From an optimization exercise on the open Yosys and OpenROAD flow, aimed at small area, a short achievable clock period and few clock cycles; shortcuts taken in it are not production practice. RTL that was checked went through simulation tests only; none was proved equivalent to the original.

==> trial 71 <==
==> flow/design.v <==
module lane_fold (
    input  wire        clk,
    input  wire        rst,
    input  wire        in_valid,
    output wire        in_ready,
    input  wire        in_first,
    input  wire [47:0] in_s,
    input  wire [7:0]  in_ea,
    input  wire [7:0]  in_eb,
    input  wire [9:0]  in_anchor,
    output reg         out_valid,
    output reg  [47:0] out_acc,
    output reg         out_sticky,
    output reg         out_loss,
    output reg         out_sat
);
    assign in_ready = 1'b1;
    reg        s1_valid;
    reg        s1_first;
    reg [47:0] s1_s;
    reg [10:0] s1_d;
    always @(posedge clk) begin
        if (rst) s1_valid <= 1'b0;
        else     s1_valid <= in_valid;
        s1_first <= in_first;
        s1_s     <= in_s;
        s1_d     <= {{3{in_ea[7]}}, in_ea} + {{3{in_eb[7]}}, in_eb}
                    - {in_anchor[9], in_anchor};
    end
    wire [5:0]  k     = s1_d[5:0];
    wire        dneg  = s1_d[10];
    wire        big_l = !dneg && ((s1_d[9:6] != 4'd0) || (k[5] && k[4]));
    wire        big_r = dneg && !((s1_d[9:6] == 4'hf) && (k >= 6'd17));
    wire        sgn   = s1_s[47];
    wire        s_nz  = |s1_s;
    wire        rmode = dneg | !s1_valid;
    wire        bigr  = big_r | !s1_valid;
    wire [63:0] r0 = {{16{sgn}}, s1_s};
    wire [63:0] r1 = k[0] ? {r0[62:0], r0[63]}    : r0;
    wire [63:0] r2 = k[1] ? {r1[61:0], r1[63:62]} : r1;
    wire [63:0] r3 = k[2] ? {r2[59:0], r2[63:60]} : r2;
    wire [63:0] r4 = k[3] ? {r3[55:0], r3[63:56]} : r3;
    wire [63:0] r5 = k[4] ? {r4[47:0], r4[63:48]} : r4;
    wire [63:0] r6 = k[5] ? {r5[31:0], r5[63:32]} : r5;
    reg  [63:0] th;
    integer j;
    always @(*) begin
        for (j = 0; j < 64; j = j + 1)
            th[j] = (j < k);
    end
    reg  [48:0] t;
    reg         loss_r, ovf_l;
    integer i;
    always @(*) begin
        for (i = 0; i < 49; i = i + 1)
            t[i] = rmode ? ((th[i] && !bigr) ? r6[i] : sgn)
                         : (th[i] ? 1'b0 : r6[i]);
        loss_r = 1'b0;
        for (i = 0; i < 48; i = i + 1)
            loss_r = loss_r | (s1_s[i] & !th[63-i]);
        ovf_l = 1'b0;
        for (i = 1; i < 47; i = i + 1)
            ovf_l = ovf_l | ((s1_s[i] ^ sgn) & th[47-i]);
    end
    wire loss      = rmode & (bigr ? s_nz : loss_r);
    wire force_sat = s1_valid & !dneg & (big_l ? s_nz : ovf_l);
    reg        s2_valid;
    reg        s2_first;
    reg [48:0] s2_t;
    reg        s2_cin;
    reg        s2_loss;
    reg        s2_force;
    reg        s2_sgn;
    always @(posedge clk) begin
        if (rst) s2_valid <= 1'b0;
        else     s2_valid <= s1_valid;
        s2_first <= s1_first & s1_valid;
        s2_t     <= t;
        s2_cin   <= sgn & loss;
        s2_loss  <= loss;
        s2_force <= force_sat;
        s2_sgn   <= sgn;
    end
    wire [49:0] base = s2_first ? 50'd0 : {{2{out_acc[47]}}, out_acc};
    wire [49:0] v    = base + {s2_t[48], s2_t} + {49'd0, s2_cin};
    wire hi  = !v[49] && (v[48] || v[47]);
    wire lo  = v[49] && (!v[48] || !v[47] || (v[46:0] == 47'd0));
    wire sat = s2_force | hi | lo;
    wire neg = s2_force ? s2_sgn : v[49];
    wire [47:0] acc_next = sat ? (neg ? 48'h8000_0000_0001 : 48'h7fff_ffff_ffff) : v[47:0];
    wire        sticky_next = (s2_first ? 1'b0 : out_sticky) | (s2_loss & s2_valid);
    always @(posedge clk) begin
        if (rst) out_valid <= 1'b0;
        else     out_valid <= s2_valid;
        out_acc    <= acc_next;
        out_sticky <= sticky_next;
        out_loss   <= s2_loss;
        out_sat    <= sat;
    end
endmodule
==> flow/run.sh <==
#!/bin/bash
# synth_recipe.tcl (not shown) runs the flow's synth.tcl, then flattens the netlist and writes it again
# the make line also repeats each setting of config.mk as NAME=value (left out here)
make -C /OpenROAD-flow-scripts/flow DESIGN_CONFIG=/design/flow/config.mk WORK_HOME=/design/flow/orfs CLKGATE_MAP_FILE= SYNTH_SCRIPT=/design/flow/synth_recipe.tcl finish
==> flow/config.mk <==
export PLATFORM = sky130hd
export DESIGN_NAME = lane_fold
export DESIGN_NICKNAME = lane_fold
export VERILOG_FILES = /design/flow/design.v
export SDC_FILE = /design/flow/constraint.sdc
export NUM_CORES = 4
export LEC_CHECK = 0
export CAP_MARGIN = 30
export CORE_MARGIN = 2
export CORE_UTILIZATION = 40
export SLEW_MARGIN = 30
==> flow/constraint.sdc <==
create_clock -name core_clock -period 20.0 [get_ports {clk}]
set_input_delay 4.0000 -clock core_clock [delete_from_list [all_inputs] [get_ports {clk}]]
set_output_delay 4.0000 -clock core_clock [all_outputs]
set_load 0.01 [all_outputs]
==> build 68 (differences from trial 71) <==
==> flow/design.v, changed modules only <==
module lane_fold (
    input  wire        clk,
    input  wire        rst,
    input  wire        in_valid,
    output wire        in_ready,
    input  wire        in_first,
    input  wire [47:0] in_s,
    input  wire [7:0]  in_ea,
    input  wire [7:0]  in_eb,
    input  wire [9:0]  in_anchor,
    output reg         out_valid,
    output reg  [47:0] out_acc,
    output reg         out_sticky,
    output reg         out_loss,
    output reg         out_sat
);
    assign in_ready = 1'b1;
    reg        s1_valid;
    reg        s1_first;
    reg [47:0] s1_s;
    reg [7:0]  s1_ea;
    reg [7:0]  s1_eb;
    reg [9:0]  s1_anchor;
    always @(posedge clk) begin
        if (rst) s1_valid <= 1'b0;
        else     s1_valid <= in_valid;
        s1_first  <= in_first;
        s1_s      <= in_s;
        s1_ea     <= in_ea;
        s1_eb     <= in_eb;
        s1_anchor <= in_anchor;
    end
    wire [48:0] t;
    wire        cin, loss, force_sat;
    fold_shift u_shift (
        .valid(s1_valid), .s(s1_s), .ea(s1_ea), .eb(s1_eb), .anchor(s1_anchor),
        .t(t), .cin(cin), .loss(loss), .force_sat(force_sat)
    );
    reg        s2_valid;
    reg        s2_first;
    reg [48:0] s2_t;
    reg        s2_cin;
    reg        s2_loss;
    reg        s2_force;
    reg        s2_sgn;
    always @(posedge clk) begin
        if (rst) s2_valid <= 1'b0;
        else     s2_valid <= s1_valid;
        s2_first <= s1_first & s1_valid;
        s2_t     <= t;
        s2_cin   <= cin;
        s2_loss  <= loss;
        s2_force <= force_sat;
        s2_sgn   <= s1_s[47];
    end
    wire [47:0] acc_next;
    wire        sat;
    fold_add u_add (
        .acc(out_acc), .first(s2_first), .t(s2_t), .cin(s2_cin),
        .force_sat(s2_force), .sgn(s2_sgn), .acc_next(acc_next), .sat(sat)
    );
    wire sticky_next = (s2_first ? 1'b0 : out_sticky) | (s2_loss & s2_valid);
    always @(posedge clk) begin
        if (rst) out_valid <= 1'b0;
        else     out_valid <= s2_valid;
        out_acc    <= acc_next;
        out_sticky <= sticky_next;
        out_loss   <= s2_loss;
        out_sat    <= sat;
    end
endmodule
module fold_shift (
    input  wire        valid,
    input  wire [47:0] s,
    input  wire [7:0]  ea,
    input  wire [7:0]  eb,
    input  wire [9:0]  anchor,
    output reg  [48:0] t,
    output wire        cin,
    output wire        loss,
    output wire        force_sat
);
    wire [10:0] d     = {{3{ea[7]}}, ea} + {{3{eb[7]}}, eb} - {anchor[9], anchor};
    wire [5:0]  k     = d[5:0];
    wire        dneg  = d[10];
    wire        big_l = !dneg && ((d[9:6] != 4'd0) || (k[5] && k[4]));
    wire        big_r = dneg && !((d[9:6] == 4'hf) && (k >= 6'd17));
    wire        sgn   = s[47];
    wire        s_nz  = |s;
    wire        rmode = dneg | !valid;
    wire        bigr  = big_r | !valid;
    wire [63:0] r0 = {{16{sgn}}, s};
    wire [63:0] r1 = k[0] ? {r0[62:0], r0[63]}    : r0;
    wire [63:0] r2 = k[1] ? {r1[61:0], r1[63:62]} : r1;
    wire [63:0] r3 = k[2] ? {r2[59:0], r2[63:60]} : r2;
    wire [63:0] r4 = k[3] ? {r3[55:0], r3[63:56]} : r3;
    wire [63:0] r5 = k[4] ? {r4[47:0], r4[63:48]} : r4;
    wire [63:0] r6 = k[5] ? {r5[31:0], r5[63:32]} : r5;
    reg  [63:0] th;
    integer j;
    always @(*) begin
        for (j = 0; j < 64; j = j + 1)
            th[j] = (j < k);
    end
    reg loss_r, ovf_l;
    integer i;
    always @(*) begin
        for (i = 0; i < 49; i = i + 1)
            t[i] = rmode ? ((th[i] && !bigr) ? r6[i] : sgn)
                         : (th[i] ? 1'b0 : r6[i]);
        loss_r = 1'b0;
        for (i = 0; i < 48; i = i + 1)
            loss_r = loss_r | (s[i] & !th[63-i]);
        ovf_l = 1'b0;
        for (i = 1; i < 47; i = i + 1)
            ovf_l = ovf_l | ((s[i] ^ sgn) & th[47-i]);
    end
    assign loss      = rmode & (bigr ? s_nz : loss_r);
    assign cin       = sgn & loss;
    assign force_sat = valid & !dneg & (big_l ? s_nz : ovf_l);
endmodule
module fold_add (
    input  wire [47:0] acc,
    input  wire        first,
    input  wire [48:0] t,
    input  wire        cin,
    input  wire        force_sat,
    input  wire        sgn,
    output wire [47:0] acc_next,
    output wire        sat
);
    wire [47:0] base = first ? 48'd0 : acc;
    wire [46:0] lo_s;
    wire        c47;
    assign {c47, lo_s} = {1'b0, base[46:0]} + {1'b0, t[46:0]} + {47'd0, cin};
    wire [46:0] x  = base[46:0] ^ t[46:0];
    wire [46:0] cz = {base[45:0] | t[45:0], cin};
    wire        z  = (x == cz);
    wire a47 = base[47];
    wire t47 = t[47];
    wire t48 = t[48];
    wire up1 = a47 ? (t47 & c47) : (t47 | c47);      
    wire eqm = a47 & !t47 & !c47;                     
    wire eq1 = a47 ? (t47 & c47) : (t47 ^ c47);       
    wire hi  = !t48 & up1;
    wire lo  = t48 ? (!up1 | (eq1 & z)) : (eqm & z);
    assign sat = force_sat | hi | lo;
    wire neg = force_sat ? sgn : (t48 | eqm);
    assign acc_next = sat ? (neg ? 48'h8000_0000_0001 : 48'h7fff_ffff_ffff)
                          : {a47 ^ t47 ^ c47, lo_s};
endmodule
--- a/flow/config.mk
+++ b/flow/config.mk
@@ -9,3 +9,4 @@
 export CORE_MARGIN = 2
 export CORE_UTILIZATION = 40
 export SLEW_MARGIN = 30
+export SYNTH_HIERARCHICAL = 1
==> reports/results.ini <==
[status]
status = finished clean

[floorplan]
start_util_pct = 40.8
die_w_um = 206

[setup_path]
cp.depth = 16
crit_required_ns = 20.34

[drt]
vias = 16200

[power_and_ir_drop]
clkPwrFrac_pct = 10.9

[place]
dpl-instance-area_mm2 = 0.0178
place_ws_ns = 14.33

[synthesis]
syn_inst = 2074

The numbers above come from build 68.

==> reports/results.ini <==
[power_and_ir_drop]
clkPwrFrac_pct = 10.6

[setup_path]
cp.arrival_ns = 6.90
crit_required_ns = 20.39
cp.depth = 14

[synthesis]
syn_inst = 1955
synth_compound_area_share_pct = 27.8

[place]
dpl-instance-area_mm2 = 0.0163

[status]
status = finished clean

[cells_and_area]
fin_area_mm2 = 0.0169
reg_top3 = s2_t (49), out_acc (48), s1_s (48)

[drt]
vias = 15800

[floorplan]
die_w_um = 197

The numbers above come from trial 71.

Testbench counts of trial 71, summed over its fixed seeds: cycles 480,024.
Only the layout flow was run in build 68; the RTL was not checked for function there.

[re-timing with driven ports]
The flow's constraints put no driver on any port. The routed layouts listed below were extracted and timed again, unchanged, in two steps.
Step 1, drivers: a clkbuf_16 drives clk and a buf_2 each remaining input, both assumed.
Step 2 adds t to the input delays and takes it off the output delays; t is the mean of the earliest and latest rising clock arrival at the registers after step 1. Input paths then give back, and output paths get back, about the clock's delay inside the block.
Slacks: ideal ports / drivers / drivers and shift; pairs: ideal ports / drivers.
run	t, ns	slack for setup (ns)	worst hold slack (ns)	cell pins on the clock port's net
trial 71	0.519	13.487 / 13.513 / 12.994	0.360 / 0.360 / 0.360	1
build 68	0.524	14.459 / 14.459 / 14.459	0.426 / 0.426 / 0.426	1
After both steps every run listed still meets setup and hold. For trial 71, which loses most, drivers alone change the setup slack by +0.026 ns; drivers and shift together by -0.493 ns.
